What follows belongs to an exercise in optimizing a design on an open flow for small area, a short achievable clock period and few clock cycles per item; a production flow would make more cautious choices.
The RTL was checked by simulation tests, not by an equivalence proof against the original design.

Setup of the previous run:
==> flow/design.v (excerpt) <==
module seal_engine (
    input  wire         clk,
    input  wire         rst,
    input  wire         in_valid,
    output wire         in_ready,
    input  wire [127:0] in_key,
    input  wire [16:0]  in_line,
    input  wire [255:0] in_data,
    output reg          out_valid,
    output wire [255:0] out_data
);
==> flow/config.mk <==
export PLATFORM = sky130hd
export DESIGN_NAME = seal_engine
export DESIGN_NICKNAME = seal_engine
export VERILOG_FILES = /design/flow/design.v
export SDC_FILE = /design/flow/constraint.sdc
export NUM_CORES = 4
export LEC_CHECK = 0
export CAP_MARGIN = 20
export CORE_MARGIN = 2
export CORE_UTILIZATION = 40
export SLEW_MARGIN = 20
==> flow/constraint.sdc <==
create_clock -name core_clock -period 11.0 [get_ports {clk}]
set_input_delay 2.2000 -clock core_clock [delete_from_list [all_inputs] [get_ports {clk}]]
set_output_delay 2.2000 -clock core_clock [all_outputs]
set_load 0.01 [all_outputs]
run.sh (not shown) runs the stock make flow with config.mk's settings and CLKGATE_MAP_FILE= SYNTH_SCRIPT=/design/flow/synth_recipe.tcl, a recipe that flattens the netlist after the stock synthesis.
Testbench counts of the previous run, summed over its fixed seeds: cycles 15,384, lines 384.
--- input diff the previous run..the current run ---
- ABC_AREA now 1, previously not set
The current run vs the previous run on ratio of cells with drive above 1 in the final layout: the current run is the lower one.
The current run reports a lower mux contribution to synthesized area than the previous run does.
| final worst hold slack | the current run vs the previous run | 0.056 ns lower |
The more densely filled core belongs to the previous run, not the current run.
The current run vs. the previous run: relative max-transition margin went up by 0.81 points.
simple AND/OR/NAND/NOR gates as the dominant combinational cell family by area after synthesis was reported by the current run, and XOR/XNOR gates by the previous run.
Multi-input gate count, the previous run and the current run, lower one = the previous run.
Summary of the current run over the previous run: total wirelength of the detailed-routed design has increased; setup slack now larger.


Another version of the RTL of seal_engine (not shown whole).
For scale: ~5,800 cells after synthesis, about 660 I/O pins.
clock: 11.0 ns
lec_check: 0
abc_area: 1
cap_margin: 20
core_margin: 2
core_utilization: 50
slew_margin: 20
standard.sh (not shown) runs the stock make flow with config.mk's settings and CLKGATE_MAP_FILE= SYNTH_SCRIPT=/design/flow/synth_recipe.tcl, a recipe that flattens the netlist after the stock synthesis.
==> flow/flow/run.sh <==
#!/bin/bash
# Own layout flow: the standard synthesis, then the combinational logic of
# its netlist is mapped again to the standard cells with flow/remap.abc (the
# registers stay the standard synthesis's cells, with their names), then the standard flow's
# standard layout from floorplan to finish on that netlist.
set -euo pipefail
W=$(pwd)
R=$W/orfs/results/$FLOW_PLATFORM/seal_engine/base
LIB=$FLOW_HOME/platforms/$FLOW_PLATFORM/lib/sky130_fd_sc_hd__tt_025C_1v80.lib
YOSYS=$(command -v yosys || echo /OpenROAD-flow-scripts/tools/install/yosys/bin/yosys)

bash standard.sh synth > std_synth.log 2>&1

cp $R/1_2_yosys.v $W/std_1_2_yosys.v
# registers and tie cells stay as they are: blackbox stubs for their types
SEQ=$(grep -oE 'sky130_fd_sc_hd__[a-z0-9_]+' $W/std_1_2_yosys.v | sort -u \
      | grep -E '__(df|edf|sdf|sedf|dl|conb)' | sed 's/^/=/' | tr '\n' ' ')
cat > $W/remap.ys <<EOT
read_liberty -lib $LIB
select $SEQ
write_verilog -blackboxes -selected $W/remap_stubs.v
design -reset
read_liberty -wb -ignore_miss_func $LIB
read_verilog -lib -overwrite $W/remap_stubs.v
read_verilog $W/std_1_2_yosys.v
hierarchy -check -top $FLOW_TOP
flatten -wb
opt_clean -purge
tee -o $W/remap_before.txt stat
abc -script $W/flow/remap.abc -liberty $LIB -dont_use *lpflow* -dont_use *probe* -constr $W/remap.constr -D 11000
opt_clean -purge
hilomap -singleton -hicell sky130_fd_sc_hd__conb_1 HI -locell sky130_fd_sc_hd__conb_1 LO
splitnets
opt_clean -purge
rename -hide w:* i:* %d o:* %d
tee -o $W/remap_stat.txt stat -liberty $LIB
write_verilog -noattr -noexpr -nohex -nodec $R/1_2_yosys.v
EOT
printf 'set_driving_cell sky130_fd_sc_hd__buf_1\nset_load 5\n' > $W/remap.constr
$YOSYS -l $W/remap_yosys.log -q -s $W/remap.ys > /dev/null 2>&1
$YOSYS -l $W/remap_check.log -q -p "read_liberty -lib $LIB; read_verilog $R/1_2_yosys.v; hierarchy -check -top $FLOW_TOP; check -assert" > /dev/null 2>&1
rm -f $R/1_synth.odb $R/1_synth.sdc

bash standard.sh SETUP_SLACK_MARGIN=6.8 "BUFFER_PORTS_ARGS=-buffer_cell sky130_fd_sc_hd__buf_1" \
    finish > std_finish.log 2>&1
==> flow/flow/remap.abc <==
&get -n
&st
&dch -f
&nf
&put
The baseline went through all stages and came out clean.
Testbench counts at the start, summed over its fixed seeds: cycles 15,384, lines 384.
Change:
--- a/flow/flow/run.sh
+++ b/flow/flow/run.sh
@@ -44,2 +44 @@
-bash standard.sh SETUP_SLACK_MARGIN=6.8 "BUFFER_PORTS_ARGS=-buffer_cell sky130_fd_sc_hd__buf_1" \
-    finish > std_finish.log 2>&1
+bash standard.sh SETUP_SLACK_MARGIN=7.0 finish > std_finish.log 2>&1
==> flow/flow/remap.abc (replaced) <==
strash
dc2
&get -n
&st
&dch -f
&nf
&put
buffer -c
upsize -c
dnsize -c
CORE_UTILIZATION = 40   (was 50)
Result:
- utilization fell by 9.0 points
- sequential share of layout area falls by 3.2 points
- worst hold slack stays flat
Change:
--- a/flow/flow/run.sh
+++ b/flow/flow/run.sh
@@ -44 +44 @@
-bash standard.sh SETUP_SLACK_MARGIN=7.0 finish > std_finish.log 2>&1
+bash standard.sh SETUP_SLACK_MARGIN=6.8 finish > std_finish.log 2>&1
CORE_UTILIZATION = 60   (was 40)
The changed run finished clean.
Via count rises slightly.
Global-route usage is higher by 9.3 points.
Core utilization rose by 22 points.
Cell count decreases by a little under a tenth.
Die area decreases by a quarter to a third.
Sequential share of layout area goes up by 1.2 points.
Change:
CORE_UTILIZATION = 50   (was 60)
=> Sequential share of layout area falls by 0.17 points. Count of clock-buffer cells in the layout rises by 12. Area after synthesis does not change. Non-clock buffer count rises by 1. Wire length rises by 5.9%. Synthesized cell count stays the same. Maximum frequency rises by 0.64%. Utilization falls by 12 points. Setup slack is better by 0.027 ns.

## re-timing with driven ports
Ports are ideal in the flow. The routed layouts listed here were re-timed in OpenROAD. Step 1: set_driving_cell puts a clkbuf_16 on clk and a buf_2 on each other input, an assumption about the parent block. Step 2 times the ports against the registers' clock, not the clock port: input delays grow and output delays shrink by t, the midpoint of the rising clock arrivals with the driver on. Slacks: ideal / step 1 / step 2; pairs: ideal / step 1.
| run | t (ns) | slack for setup (ns) | worst hold slack (ns) | cell pins on the clock port's net |
|---|---|---|---|---|
| the previous run | 0.837 | 5.044 / 4.947 / 5.152 | 0.413 / 0.413 / 0.413 | 1 |
| the current run | 0.830 | 5.721 / 5.721 / 5.721 | 0.357 / 0.357 / 0.357 | 1 |
| the first run of note 2 | 0.762 | 6.913 / 6.913 / 6.242 | 0.363 / 0.363 / 0.363 | 1 |
| the second run of note 2 | 0.798 | 6.890 / 6.936 / 6.138 | 0.363 / 0.363 / 0.363 | 1 |
| the third run of note 2 | 0.774 | 6.804 / 6.804 / 6.089 | 0.364 / 0.364 / 0.364 | 1 |
| the fourth run of note 2 | 0.788 | 6.831 / 6.859 / 6.083 | 0.365 / 0.365 / 0.365 | 1 |
After both steps setup and hold are still met in every run listed. For the second run of note 2, which loses most, drivers alone change the setup slack by +0.046 ns; drivers and shift together by -0.752 ns.
